Context: an optimization exercise on an open-source flow, tuned for small area, a short achievable clock period and few clock cycles. The choices shown serve that exercise and are no tape-out recipe. Only simulation tests tie the RTL to the original design; equivalence was not proved. Power is estimated from default activity; no workload was simulated.

Design sillar_fpu, start of the top module:
module sillar_fpu (
    input  wire        clk,
    input  wire        rst,
    input  wire        in_valid,
    output wire        in_ready,
    input  wire [5:0]  in_op,
    input  wire [1:0]  in_rm,
    input  wire [31:0] in_a,
    input  wire [31:0] in_b,
    input  wire [31:0] in_c,
    output reg         out_valid,
    output reg  [31:0] out_res,
    output reg  [4:0]  out_flags
);
    assign in_ready = 1'b1;
    wire [5:0] o = in_op;
    wire d_as  = ~o[4] & ~o[3] & ~o[2] & ~o[1];           
    wire d_fma = ~o[4] & ~o[3] & (o[2] | (o[1] & o[0]));   
    wire d_i2f = o[3] & o[1] & o[0];
    wire d_f2i = o[3] & o[2];
    wire d_one = d_as | d_i2f | d_f2i;
    wire za = (in_a[30:23] == 8'd0);
    wire zb = (in_b[30:23] == 8'd0);
    wire zc = (in_c[30:23] == 8'd0);
    reg        v0;
    reg [5:0]  op0;
    reg [1:0]  rm0;
    reg [31:0] x0, y0, c0;
    reg [8:0]  sab0, sa10;
    reg [7:0]  ez0;
    reg        hx0, xm0, hy0, ym0, one0, hz0, sz0, zb0, zc0, i2f0, f2i0;
    always @(posedge clk) begin
        v0   <= in_valid & ~rst;
        op0  <= in_op;
  ...
For scale: ~5400 cells after synthesis, about 150 I/O pins, roughly 0.047 mm² of cells after synthesis.
clock: 22.0 ns
lec_check: 0
cap_margin: 20
core_margin: 2
core_utilization: 40
slew_margin: 20
run.sh (not shown) runs the stock make flow with config.mk's settings and CLKGATE_MAP_FILE= SYNTH_SCRIPT=/design/flow/synth_recipe.tcl, a recipe that flattens the netlist after the stock synthesis.
Testbench counts at the start, summed over its fixed seeds: cycles 48,040.
Edit:
--- a/flow/design.v
+++ b/flow/design.v
@@ -1,23 +1,23 @@
 module fpu_fma (
     input  wire        clk,
     input  wire [5:0]  op,
     input  wire [1:0]  rm,
     input  wire        is_i2f,
     input  wire        is_f2i,
     input  wire [31:0] x,
     input  wire [31:0] y,
     input  wire [31:0] c,
-    input  wire [8:0]  sab,      
-    input  wire [8:0]  sa1,      
-    input  wire [7:0]  ez,       
+    input  wire [7:0]  ex,       
+    input  wire [7:0]  ey,
+    input  wire [7:0]  ez,
     input  wire        hx,       
     input  wire        xm,       
     input  wire        hy,
     input  wire        ym,       
     input  wire        one,      
     input  wire        hz,
     input  wire        sz,       
     input  wire        zb,       
     input  wire        zc,       
     output reg  [31:0] res,
     output reg  [4:0]  flags
@@ -54,23 +54,23 @@
     wire spec_inf  = ~is_i2f & (p_inf | inf_z);
     wire spec_infs = p_inf ? sp_fp : sz;
     wire zsign = is_mul ? sp :
                  is_i2f ? 1'b0 :
                  (p_zero & c_zero & (sp == sz)) ? sp : (rm == 2'd1);
     wire f2i_nan = nan_z;
     wire f2i_big = (ez > 8'd158) | ((ez == 8'd158) & (~x[31] | ~mz0));
     wire [23:0] mx = {hx, x[22:0] & {23{xm}}};
     wire [23:0] my = {hy, y[22:0] & {23{ym}}};
     wire [47:0] psn, pcn;
     fpu_mul u_mul (.x(mx), .y(my), .sn(psn), .cn(pcn));
-    wire [8:0] epp = is_i2f ? 9'd286 : is_f2i ? 9'd299 : one ? sa1 : sab;
+    wire [8:0] epp = {1'b0, ex} + {1'b0, ey};
     wire signed [10:0] ep = $signed({2'b0, epp}) - 11'sd100;
     wire signed [10:0] sh_raw = ep - $signed({3'b0, ez});
     wire big_c = ~c_zero & (p_zero | sh_raw[10]);
     wire signed [10:0] sh_ov = $signed({2'b0, epp}) + $signed({3'b111, ~ez}) - 11'sd175;
     wire over  = ~sh_ov[10];
     wire signed [10:0] e74 = big_c ? $signed({3'b0, ez}) : ep;
     wire [31:0] mz = is_i2f ? x : {hz, zf & {23{hz}}, 8'd0};
     wire [106:0] ext = {mz, 75'd0} >> sh_raw[6:0];
     wire [74:0] al = big_c ? {mz, 43'd0} :
                      over  ? {74'd0, hz} :
                      {ext[106:33], |ext[32:0]};
@@ -2054,52 +2054,51 @@
     wire d_fma = ~o[4] & ~o[3] & (o[2] | (o[1] & o[0]));   
     wire d_i2f = o[3] & o[1] & o[0];
     wire d_f2i = o[3] & o[2];
     wire d_one = d_as | d_i2f | d_f2i;
     wire za = (in_a[30:23] == 8'd0);
     wire zb = (in_b[30:23] == 8'd0);
     wire zc = (in_c[30:23] == 8'd0);
     reg        v0;
     reg [5:0]  op0;
     reg [1:0]  rm0;
     reg [31:0] x0, y0, c0;
-    reg [8:0]  sab0, sa10;
-    reg [7:0]  ez0;
+    reg [7:0]  ex0, ey0, ez0;
     reg        hx0, xm0, hy0, ym0, one0, hz0, sz0, zb0, zc0, i2f0, f2i0;
     always @(posedge clk) begin
         v0   <= in_valid & ~rst;
         op0  <= in_op;
         rm0  <= in_rm;
         x0   <= in_a;
         y0   <= in_b;
         c0   <= in_c;
-        sab0 <= {1'b0, in_a[30:23]} + {1'b0, in_b[30:23]};
-        sa10 <= {1'b0, in_a[30:23]} + 9'd127;
+        ex0  <= d_i2f ? 8'd159 : d_f2i ? 8'd172 : in_a[30:23];
+        ey0  <= d_one ? 8'd127 : in_b[30:23];
         ez0  <= d_as ? in_b[30:23] : d_fma ? in_c[30:23] :
                 d_i2f ? 8'd158 : d_f2i ? in_a[30:23] : 8'd0;
         hx0  <= d_i2f ? in_a[31] : ~d_f2i & ~za;
         xm0  <= ~o[3] & ~za;
         hy0  <= d_one | ~zb;
         ym0  <= ~d_one & ~zb;
         one0 <= d_one;
         hz0  <= d_as ? ~zb : d_fma ? ~zc : d_f2i & ~za;
         sz0  <= d_as ? in_b[31] ^ o[0] : d_fma & in_c[31];
         zb0  <= d_as;
         zc0  <= d_fma;
         i2f0 <= d_i2f;
         f2i0 <= d_f2i;
     end
     wire [31:0] res4;
     wire [4:0]  flags4;
     fpu_fma u_fma (.clk(clk), .op(op0), .rm(rm0), .is_i2f(i2f0), .is_f2i(f2i0),
-                   .x(x0), .y(y0), .c(c0), .sab(sab0), .sa1(sa10), .ez(ez0),
+                   .x(x0), .y(y0), .c(c0), .ex(ex0), .ey(ey0), .ez(ez0),
                    .hx(hx0), .xm(xm0), .hy(hy0), .ym(ym0), .one(one0),
                    .hz(hz0), .sz(sz0), .zb(zb0), .zc(zc0),
                    .res(res4), .flags(flags4));
     reg v1, v2, v3;
     always @(posedge clk) begin
         v1 <= v0 & ~rst;
         v2 <= v1 & ~rst;
         v3 <= v2 & ~rst;
     end
     always @(posedge clk) begin
         out_valid <= v3 & ~rst;
=>
- clock skew went up by 0.036 ns
- worst setup slack gets better by 0.0064 ns
- non-clock buffer count goes up by 9
- final cell count hardly moves
- first-iteration DRC count drops by 3.6%
- cell area went down by 1.2%
- maximum frequency stays flat
- combinational power goes up by 18%
- core utilization climbs by 0.18 points
- total power increases by 12%
- sequential power barely changes
Testbench counts after the change, summed over its fixed seeds: cycles 48,040.

## port drivers added, routing unchanged
No port has a modelled driver above. Below, the same layouts with a new extraction and two added sets of constraints. Step 1 (the two cells are an assumption about what drives the block):
set clk [get_ports {clk}]
set_driving_cell -lib_cell sky130_fd_sc_hd__clkbuf_16 $clk
set_driving_cell -lib_cell sky130_fd_sc_hd__buf_2 [delete_from_list [all_inputs] $clk]
Step 2 moves the port delays by t, midway between the first and last clock arrival at a register: inputs arrive t later, outputs are due t later. That takes back most of the time a late clock gives input paths. Three values: no drivers, after step 1, after step 2; two values: the first two.
run | t, ns | slack for setup (ns) | worst slew at a driven data input, ns
the first run | 0.758 | 15.798 / 15.798 / 15.311 | 0.06
the second run | 0.746 | 15.804 / 15.804 / 15.598 | 0.07
After both steps every run listed still meets setup and hold. For the first run, which loses most, drivers alone change the setup slack by 0.000 ns; drivers and shift together by -0.487 ns.
